Background: an optimization exercise with open tools, aiming at small area, a short achievable clock period and few clock cycles per item. Do not read the settings as production practice. At most, simulation tests tie the RTL to the original design; equivalence was not proved.

before:
==> flow/design.v <==
module sha256_core (
    input  wire         clk,
    input  wire         rst,
    input  wire         in_valid,
    output wire         in_ready,
    input  wire         in_first,
    input  wire [511:0] in_block,
    output reg          out_valid,
    output wire [255:0] out_digest
);
    localparam [255:0] IV = {32'h6a09e667, 32'hbb67ae85, 32'h3c6ef372, 32'ha54ff53a,
                             32'h510e527f, 32'h9b05688c, 32'h1f83d9ab, 32'h5be0cd19};
    reg  [5:0]   cnt;           
    reg          run;           
    reg          sv;            
    reg          nf;            
    reg          cf;            
    reg          rdy;
    reg          rst_r;         
    reg  [31:0]  r0, r1, r2, r3, r4, r5, r6, r7;    
    reg  [31:0]  a, b, c, e, f, g;
    reg  [31:0]  p, q;          
    reg  [31:0]  kw;            
    reg  [511:0] ws;            
    wire [63:0] cdec = 64'd1 << cnt;
    wire [31:0] kn;
    assign kn[ 0] = |(cdec & 64'h98b616ea7e8452af);
    assign kn[ 1] = |(cdec & 64'h3cfc429a2e6d9b05);
    assign kn[ 2] = |(cdec & 64'h11d358356a97bd33);
    assign kn[ 3] = |(cdec & 64'h4ed9849981be0945);
    assign kn[ 4] = |(cdec & 64'hf526650f94702d6c);
    assign kn[ 5] = |(cdec & 64'h3ce62b59a48c3d1a);
    assign kn[ 6] = |(cdec & 64'h3cf921853ff76e2d);
    assign kn[ 7] = |(cdec & 64'hfc661269473bdb7b);
    assign kn[ 8] = |(cdec & 64'h54a15317bf53ef8b);
    assign kn[ 9] = |(cdec & 64'h56f9098c578090f7);
    assign kn[10] = |(cdec & 64'hcc2798a3038d9720);
    assign kn[11] = |(cdec & 64'h6d3e857b663546e3);
    assign kn[12] = |(cdec & 64'h250312040a412eab);
    assign kn[13] = |(cdec & 64'h7dabb4e5b3166a41);
    assign kn[14] = |(cdec & 64'hadb1c6d512c0e6a7);
    assign kn[15] = |(cdec & 64'h145a655008bb2957);
    assign kn[16] = |(cdec & 64'hb2c08940eba561da);
    assign kn[17] = |(cdec & 64'hc660b5fcd940ecd4);
    assign kn[18] = |(cdec & 64'h86f4d241484a9e76);
    assign kn[19] = |(cdec & 64'h557d3bcfb266fe30);
    assign kn[20] = |(cdec & 64'hbc1e8ce2c2f8fd3e);
    assign kn[21] = |(cdec & 64'hb4a2e26b6cfc851a);
    assign kn[22] = |(cdec & 64'h3b092338162d180d);
    assign kn[23] = |(cdec & 64'h57da4c505c35fc8b);
    assign kn[24] = |(cdec & 64'h801546174a05b22f);
    assign kn[25] = |(cdec & 64'h70198b6ad62994b0);
    assign kn[26] = |(cdec & 64'h3b4b9a0dfe37c301);
    assign kn[27] = |(cdec & 64'h12bcc08182dd906e);
    assign kn[28] = |(cdec & 64'h94d6fc2a2b7016dd);
    assign kn[29] = |(cdec & 64'h98e710ccc3a6c527);
    assign kn[30] = |(cdec & 64'he0f81f0f0c38e64a);
    assign kn[31] = |(cdec & 64'h3f001ff00fc0f873);
    function [31:0] wj(input [511:0] v, input integer j);
        wj = v[511 - 32*j -: 32];
    endfunction
    function [31:0] hj(input [255:0] v, input integer j);
        hj = v[255 - 32*j -: 32];
    endfunction
    function [31:0] rotr(input [31:0] x, input integer n);
        rotr = (x >> n) | (x << (32 - n));
    endfunction
    reg last, pen, c61, strm, fin, lrun, ld;
    reg [3:0] widx;
    wire [31:0] s0_w  = rotr(wj(ws, 1), 7) ^ rotr(wj(ws, 1), 18) ^ (wj(ws, 1) >> 3);
    wire [31:0] s1_w  = rotr(wj(ws, 14), 17) ^ rotr(wj(ws, 14), 19) ^ (wj(ws, 14) >> 10);
    wire [31:0] w_new = wj(ws, 0) + s0_w + wj(ws, 9) + s1_w;
    wire [31:0] w_in  = in_block[511 - 32*widx -: 32];
    wire [31:0] w_sh  = strm ? w_in : w_new;
    wire [31:0] S1  = rotr(e, 6) ^ rotr(e, 11) ^ rotr(e, 25);
    wire [31:0] ch  = (e & f) ^ (~e & g);
    wire [31:0] S0  = rotr(a, 2) ^ rotr(a, 13) ^ rotr(a, 22);
    wire [31:0] mj  = (a & b) ^ (a & c) ^ (b & c);
    wire [31:0] l1s = p ^ ch ^ mj;
    wire [31:0] l1c = {(p[30:0] & ch[30:0]) | (p[30:0] & mj[30:0]) | (ch[30:0] & mj[30:0]), 1'b0};
    wire [31:0] l2s = l1s ^ l1c ^ S0;
    wire [31:0] l2c = {(l1s[30:0] & l1c[30:0]) | (l1s[30:0] & S0[30:0]) | (l1c[30:0] & S0[30:0]), 1'b0};
    wire [31:0] l3s = l2s ^ l2c ^ S1;
    wire [31:0] l3c = {(l2s[30:0] & l2c[30:0]) | (l2s[30:0] & S1[30:0]) | (l2c[30:0] & S1[30:0]), 1'b0};
    wire [31:0] ta  = l3s + l3c;
    wire [31:0] te  = q + S1 + ch;
    reg [31:0] iva, ive;
    always @* begin
        case ({c61, pen})
            2'b10:   begin iva = hj(IV, 3); ive = hj(IV, 7); end
            2'b01:   begin iva = hj(IV, 2); ive = hj(IV, 6); end
            default: begin iva = hj(IV, 1); ive = hj(IV, 5); end
        endcase
    end
    wire [31:0] sa  = ((cf & fin) ? iva : r0) + (a & {32{fin}});
    wire [31:0] se  = ((cf & fin) ? ive : r4) + (e & {32{fin}});
    wire [31:0] y0  = cf ? hj(IV, 0) : r2;
    wire [31:0] y4  = cf ? hj(IV, 4) : r6;
    wire [31:0] y7  = nf ? hj(IV, 7) : r2;
    wire [31:0] y3  = nf ? hj(IV, 3) : r6;
    wire [31:0] hh  = last ? y7 : g;
    wire [31:0] dd  = last ? y3 : c;
    wire [31:0] pn  = hh + kw + (pen ? y0 : 32'd0);
    wire [31:0] qn  = dd + hh + kw + (pen ? y4 : 32'd0);
    wire [31:0] kwn = kn + wj(ws, 1);                    
    always @(posedge clk) begin
        ws <= {ws[479:0], w_sh};
        p  <= pn;
        q  <= qn;
        kw <= kwn;
        a  <= ld ? (nf ? hj(IV, 0) : r1) : ta;
        e  <= ld ? (nf ? hj(IV, 4) : r5) : te;
        if (last) begin
            b <= nf ? hj(IV, 1) : sa;
            c <= nf ? hj(IV, 2) : r7;
            f <= nf ? hj(IV, 5) : se;
            g <= nf ? hj(IV, 6) : r3;
        end else begin
            b <= a; c <= b;
            f <= e; g <= f;
        end
        r0 <= lrun ? ta : r1;
        r1 <= r2; r2 <= r3; r3 <= se;
        r4 <= lrun ? te : r5;
        r5 <= r6; r6 <= r7; r7 <= sa;
    end
    always @(posedge clk)
        rst_r <= rst;
    always @(posedge clk) begin
        if (rst_r) begin
            cnt       <= 6'd47;
            last      <= 1'b0;
            pen       <= 1'b0;
            c61       <= 1'b0;
            strm      <= 1'b1;
            fin       <= 1'b0;
            lrun      <= 1'b0;
            ld        <= 1'b0;
            widx      <= 4'd0;
            run       <= 1'b0;
            sv        <= 1'b0;
            cf        <= 1'b0;
            rdy       <= 1'b0;
            out_valid <= 1'b0;
        end else begin
            cnt       <= cnt + 6'd1;
            last      <= (cnt == 6'd62);
            pen       <= (cnt == 6'd61);
            c61       <= (cnt == 6'd60);
            strm      <= (cnt >= 6'd46) && (cnt <= 6'd61);
            fin       <= run && (cnt >= 6'd60) && (cnt <= 6'd62);
            lrun      <= run && (cnt == 6'd62);
            ld        <= (cnt == 6'd62) && (in_first || !run);
            widx      <= cnt[3:0] + 4'd2;
            out_valid <= run & last;
            rdy       <= sv & (cnt == 6'd61);
            if (cnt == 6'd47) sv <= in_valid;
            if (pen && sv) nf <= in_first;
            if (last) begin
                run <= sv;
                sv  <= 1'b0;
                cf  <= sv & nf;
            end
        end
    end
    assign in_ready   = rdy;
    assign out_digest = {r0, r7, r6, r5, r4, r3, r2, r1};
endmodule
Settings: LEC_CHECK=0, CAP_MARGIN=20, CORE_MARGIN=2, CORE_UTILIZATION=40, SLEW_MARGIN=20; clock period 15.0 ns.
standard.sh (not shown) runs the stock make flow with config.mk's settings and CLKGATE_MAP_FILE= SYNTH_SCRIPT=/design/flow/synth_recipe.tcl, a recipe that flattens the netlist after the stock synthesis.
==> flow/flow/run.sh <==
#!/bin/bash
# Layout flow: the standard ORFS flow (standard.sh, unchanged, with
# the standard flow's config.mk and SDC), with two settings on make's command line:
#  - the port buffers that the flow puts on every input and output are
#    sky130_fd_sc_hd__buf_1 rather than the delay buffer it picks by default.
# make's full output goes to standard_flow.log here; ORFS keeps each step's
# log under orfs/logs.
set -euo pipefail
bash standard.sh SETUP_SLACK_MARGIN=10 "BUFFER_PORTS_ARGS=-buffer_cell sky130_fd_sc_hd__buf_1" > standard_flow.log 2>&1
Modified inputs, after compared to before
--- a/flow/design.v
+++ b/flow/design.v
@@ -76,13 +76,7 @@
     wire [31:0] ch  = (e & f) ^ (~e & g);
     wire [31:0] S0  = rotr(a, 2) ^ rotr(a, 13) ^ rotr(a, 22);
     wire [31:0] mj  = (a & b) ^ (a & c) ^ (b & c);
-    wire [31:0] l1s = p ^ ch ^ mj;
-    wire [31:0] l1c = {(p[30:0] & ch[30:0]) | (p[30:0] & mj[30:0]) | (ch[30:0] & mj[30:0]), 1'b0};
-    wire [31:0] l2s = l1s ^ l1c ^ S0;
-    wire [31:0] l2c = {(l1s[30:0] & l1c[30:0]) | (l1s[30:0] & S0[30:0]) | (l1c[30:0] & S0[30:0]), 1'b0};
-    wire [31:0] l3s = l2s ^ l2c ^ S1;
-    wire [31:0] l3c = {(l2s[30:0] & l2c[30:0]) | (l2s[30:0] & S1[30:0]) | (l2c[30:0] & S1[30:0]), 1'b0};
-    wire [31:0] ta  = l3s + l3c;
+    wire [31:0] ta  = p + S1 + ch + S0 + mj;
     wire [31:0] te  = q + S1 + ch;
     reg [31:0] iva, ive;
     always @* begin
Findings:
- after: non-clock buffer count is 6.4% lower than what before reported.
- End of the critical path = a[31]: before; end of the critical path = kw[30]: after
- after vs before: number of nets in the synthesized netlist down slightly
- Against before as the reference, after delivers a higher fraction of the mapped netlist area in compound gates.
- Looking at after and before, the proportion of layout cells with a drive suffix above 1 is a wash.
- Number of nets in the finished design: after and before compared, higher one is before
- before → after: initial antenna violation count fell about 40%; synthesized-area fraction occupied by adder cells rose 0.18 points.
- after vs. before: highest clock rate went up by 8.5%.
Testbench counts of after, summed over its fixed seeds: cycles 78,296, items 1,221.
For before, only the layout was checked, not whether the RTL still works.

## port drivers added, routing unchanged
No port has a modelled driver above. Below, the same layouts with a new extraction and two added sets of constraints.
Step 1 (the two cells are an assumption about what drives the block):
set clk [get_ports {clk}]
set_driving_cell -lib_cell sky130_fd_sc_hd__clkbuf_16 $clk
set_driving_cell -lib_cell sky130_fd_sc_hd__buf_2 [delete_from_list [all_inputs] $clk]
Step 2 adds t to the input delays and takes it off the output delays; t is the mean of the earliest and latest rising clock arrival at the registers after step 1. Input paths then give back, and output paths get back, about the clock's delay inside the block.
a / b / c = no drivers / after step 1 / after step 2; a / b = the first two.
run | t (ns) | setup slack, ns | slew at the worst register clock pin (ns) | worst slew at a driven data input, ns
before | 0.824 | 9.591 / 9.591 / 9.584 | 0.07 / 0.07 | 0.26
after | 0.807 | 10.014 / 10.014 / 9.787 | 0.07 / 0.07 | 0.18
After both steps setup and hold are still met in every run listed. The setup slack of after, which loses most, moves by 0.000 ns with the drivers and by -0.227 ns with both steps.
